What follows belongs to an exercise in optimizing a design on an open flow for small area and a short achievable clock period; a production flow would make more cautious choices. The RTL was checked by simulation tests, not by an equivalence proof against the original design. Power is estimated from default activity; no workload was simulated.

Setup of old:
// fx_step_eval
module fx_step_eval #(
    parameter LANES = 16
) (
    input  wire                 clk,
    input  wire [31*LANES-1:0]  ins,    
    input  wire [8*LANES-1:0]   opv,    
    input  wire [2*LANES-1:0]   pv,     
    output reg  [2*LANES-1:0]   res,
    output reg  [2*LANES-1:0]   rch,
    output reg  [LANES-1:0]     ill,
    output reg  [LANES-1:0]     stg,
    output reg  [7:0]           trg     
);
Size in the first run: about 760 I/O pins, about 17000 um2 of cells after synthesis.
export LEC_CHECK = 0
export CAP_MARGIN = 40
export CORE_AREA = 5 5 375 85
export DIE_AREA = 0 0 380 90
export PLACE_DENSITY = 0.75
export SETUP_SLACK_MARGIN = 4.6
export SLEW_MARGIN = 20
export SYNTH_HIERARCHICAL = 1
create_clock -name core_clock -period 8.0 [get_ports {clk}]
standard.sh (not shown) runs the stock make flow with config.mk's settings and CLKGATE_MAP_FILE= SYNTH_SCRIPT=/design/flow/synth_recipe.tcl, a recipe that flattens the netlist after the stock synthesis.
==> flow/flow/run.sh <==
#!/bin/bash
# Standard synthesis, then every combinational cell set to its smallest size,
# then the standard layout with 1x buffers on the ports.
set -euo pipefail
RES=orfs/results/sky130hd/fx_step_eval/base
bash standard.sh synth > synth.log 2>&1
SYNTH_ODB=$RES/1_synth.odb openroad -no_init -exit flow/downsize.tcl > downsize.log 2>&1
bash standard.sh BUFFER_PORTS_ARGS="-buffer_cell sky130_fd_sc_hd__buf_1" finish > layout.log 2>&1
==> flow/flow/downsize.tcl <==
# Swap every combinational cell of the synthesized netlist for the smallest
# cell of its family (same function and pins, lowest drive strength), so that
# timing repair later upsizes only where the paths need it.
read_db $::env(SYNTH_ODB)
set db [ord::get_db]
set fam [dict create]
foreach lib [$db getLibs] {
  foreach m [$lib getMasters] {
    set n [$m getName]
    if {![regexp {^(sky130_fd_sc_hd__[a-z0-9]+)_([0-9]+)$} $n -> base drv]} continue
    if {[string match "*lpflow*" $n] || [string match "*probe*" $n]} continue
    set a [expr {[$m getWidth] * [$m getHeight]}]
    if {![dict exists $fam $base] || $a < [lindex [dict get $fam $base] 1]} {
      dict set fam $base [list $m $a]
    }
  }
}
set swapped 0
foreach inst [[[$db getChip] getBlock] getInsts] {
  set m [$inst getMaster]
  set n [$m getName]
  if {![regexp {^(sky130_fd_sc_hd__[a-z0-9]+)_([0-9]+)$} $n -> base drv]} continue
  if {[string match "*df*" $base] || [string match "*conb*" $base]} continue
  if {![dict exists $fam $base]} continue
  set nm [lindex [dict get $fam $base] 0]
  if {[$nm getName] ne $n} {
    $inst swapMaster $nm
    incr swapped
  }
}
puts "downsize: swapped $swapped cells"
write_db $::env(SYNTH_ODB)
old did not stop at any stage, and its layout met the timing, design-rule and antenna checks.
Edits applied to the flow inputs when going from old to new:
Settings: SETUP_SLACK_MARGIN changed from 4.6 to 5.0.
--- outcome ---
In new the sequential fraction of design power turned out 3.9 points lower than in old. Via count of the first global-routing pass: new vs old up about 3%. old has a lower final area than new.

== v13 ==
Another version of the RTL of fx_step_eval (not shown whole).
Size: roughly 100 flip-flops, roughly 21,000 µm² of cells after synthesis.
clock: 8.0 ns
lec_check: 0
cap_margin: 20
core_margin: 2
core_utilization: 40
slew_margin: 20
synth_hierarchical: 1
run.sh (not shown) runs the stock make flow with config.mk's settings and CLKGATE_MAP_FILE= SYNTH_SCRIPT=/design/flow/synth_recipe.tcl, a recipe that flattens the netlist after the stock synthesis.
Stock flow here: none of the scripts above is used.
What v42 does differently from v13 at the input level:
==> flow/flow/run.sh (new file) <==
#!/bin/bash
# Standard synthesis, then every combinational cell set to its smallest size,
# then the standard layout with 1x buffers on the ports.
set -euo pipefail
RES=orfs/results/sky130hd/fx_step_eval/base
bash standard.sh synth > synth.log 2>&1
SYNTH_ODB=$RES/1_synth.odb openroad -no_init -exit flow/downsize.tcl > downsize.log 2>&1
bash standard.sh BUFFER_PORTS_ARGS="-buffer_cell sky130_fd_sc_hd__buf_1" finish > layout.log 2>&1
==> flow/flow/downsize.tcl (new file) <==
# Swap every combinational cell of the synthesized netlist for the smallest
# cell of its family (same function and pins, lowest drive strength), so that
# timing repair later upsizes only where the paths need it.
read_db $::env(SYNTH_ODB)
set db [ord::get_db]
set fam [dict create]
foreach lib [$db getLibs] {
  foreach m [$lib getMasters] {
    set n [$m getName]
    if {![regexp {^(sky130_fd_sc_hd__[a-z0-9]+)_([0-9]+)$} $n -> base drv]} continue
    if {[string match "*lpflow*" $n] || [string match "*probe*" $n]} continue
    set a [expr {[$m getWidth] * [$m getHeight]}]
    if {![dict exists $fam $base] || $a < [lindex [dict get $fam $base] 1]} {
      dict set fam $base [list $m $a]
    }
  }
}
set swapped 0
foreach inst [[[$db getChip] getBlock] getInsts] {
  set m [$inst getMaster]
  set n [$m getName]
  if {![regexp {^(sky130_fd_sc_hd__[a-z0-9]+)_([0-9]+)$} $n -> base drv]} continue
  if {[string match "*df*" $base] || [string match "*conb*" $base]} continue
  if {![dict exists $fam $base]} continue
  set nm [lindex [dict get $fam $base] 0]
  if {[$nm getName] ne $n} {
    $inst swapMaster $nm
    incr swapped
  }
}
puts "downsize: swapped $swapped cells"
write_db $::env(SYNTH_ODB)
==> flow/standard.sh (new file) <==
#!/bin/bash
# synth_recipe.tcl (not shown) runs the flow's synth.tcl, then flattens the netlist and writes it again
# the make line also repeats each setting of config.mk as NAME=value (left out here)
make -C /OpenROAD-flow-scripts/flow DESIGN_CONFIG=/design/flow/config.mk WORK_HOME=/design/flow/orfs CLKGATE_MAP_FILE= SYNTH_SCRIPT=/design/flow/synth_recipe.tcl "${@:-finish}"
removed: flow/run.sh
### Flow results
- Both conditions hold for v13: the flow ran to the end and the final layout passed the timing, design-rule and antenna checks.
- As the logs show, v42 stopped at I/O pin placement after a tool error, so it never reached the end of the flow.
- Re net count after synthesis: no difference whatsoever between v13 and v42.
- | initial standard-cell utilization of the core | lower: v42 |
- Vertical die dimension: v42 vs v13 down about 12%
- Reported for v13 and v42, cell count after synthesis turned out identical to the last digit.
- v13 -> v42: synthesized area per cell decreased by more than 10%
- The lower die outline width of v13 and v42 is in v42.
- The area after synthesis of v42 was superior to that of v13.
- NOTE number of core rows v13->v42 decreased by more than 10%
Relative to v42, the following input files were edited for v37:
--- a/flow/config.mk
+++ b/flow/config.mk
@@ -9,2 +9,3 @@
-export CORE_MARGIN = 2
-export CORE_UTILIZATION = 40
+export CORE_AREA = 5 5 375 85
+export DIE_AREA = 0 0 380 90
+export PLACE_DENSITY = 0.75
[summary]
- v37 ended with every stage complete and zero timing, DRC or antenna violations.
- From v37 to v42, total standard cell area after synthesis did not move at all.
- On initial core utilization: v37 sits above v42.
- The placement row count number comes out higher for v42 vs v37.
- In the tables for v37 and v42, height of the die reads lower with v37.
The following lists how v2 was set up differently from v37:
--- a/flow/config.mk
+++ b/flow/config.mk
@@ -9,3 +9,2 @@
-export CORE_AREA = 5 5 375 85
-export DIE_AREA = 0 0 380 90
-export PLACE_DENSITY = 0.75
+export CORE_AREA = 5 5 265 265
+export DIE_AREA = 0 0 270 270
## What came out
Both conditions hold for v2: the flow ran to the end and the final layout passed the timing, design-rule and antenna checks. Number of instances in the placed design of v2 exceeds that of v37 by more than 10%. Against v37, v2 comes in 349 lower on via count. v37 -> v2: number of hold-repair buffers added at the cts stage delta 0, exact match. Looking at die boundary width, v2 sits 29% lower than v37 does. Going from v37 to v2, the slew at the pin closest to its max-slew limit was found to have gone up by 70 ps. Design area for v2: 3.2% up relative to v37.

-- static timing again, ports no longer ideal --
Ports are ideal in the flow. The routed layouts listed here were re-timed in OpenROAD. Step 1 sets driving cells, clkbuf_16 on the clock port and buf_2 on the other inputs (assumed; they add their load-dependent delay and slew). Step 2 also shifts input and output timing later by t, the mid clock arrival at the registers, as if the neighbouring blocks saw the same clock. Slacks: ideal ports / drivers / drivers and shift; pairs: ideal ports / drivers.
| run | shift t [ns] | slack for setup (ns) | hold WS [ns] | worst register clock-pin slew, ns |
|---|---|---|---|---|
| old | 0.427 | 4.615 / 4.643 / 4.216 | 1.434 / 1.406 / 1.833 | 0.09 / 0.09 |
| new | 0.428 | 4.837 / 4.857 / 4.429 | 1.439 / 1.414 / 1.842 | 0.09 / 0.09 |
| v13 | 0.460 | 3.473 / 3.496 / 3.036 | 1.709 / 1.679 / 2.139 | 0.10 / 0.10 |
| v37 | 0.428 | 3.896 / 3.920 / 3.492 | 1.376 / 1.356 / 1.785 | 0.09 / 0.09 |
| v2 | 0.435 | 3.726 / 3.753 / 3.318 | 1.378 / 1.347 / 1.782 | 0.09 / 0.09 |
After both steps setup and hold are still met in every run listed. For v13, which loses most, drivers alone change the setup slack by +0.023 ns; drivers and shift together by -0.437 ns.
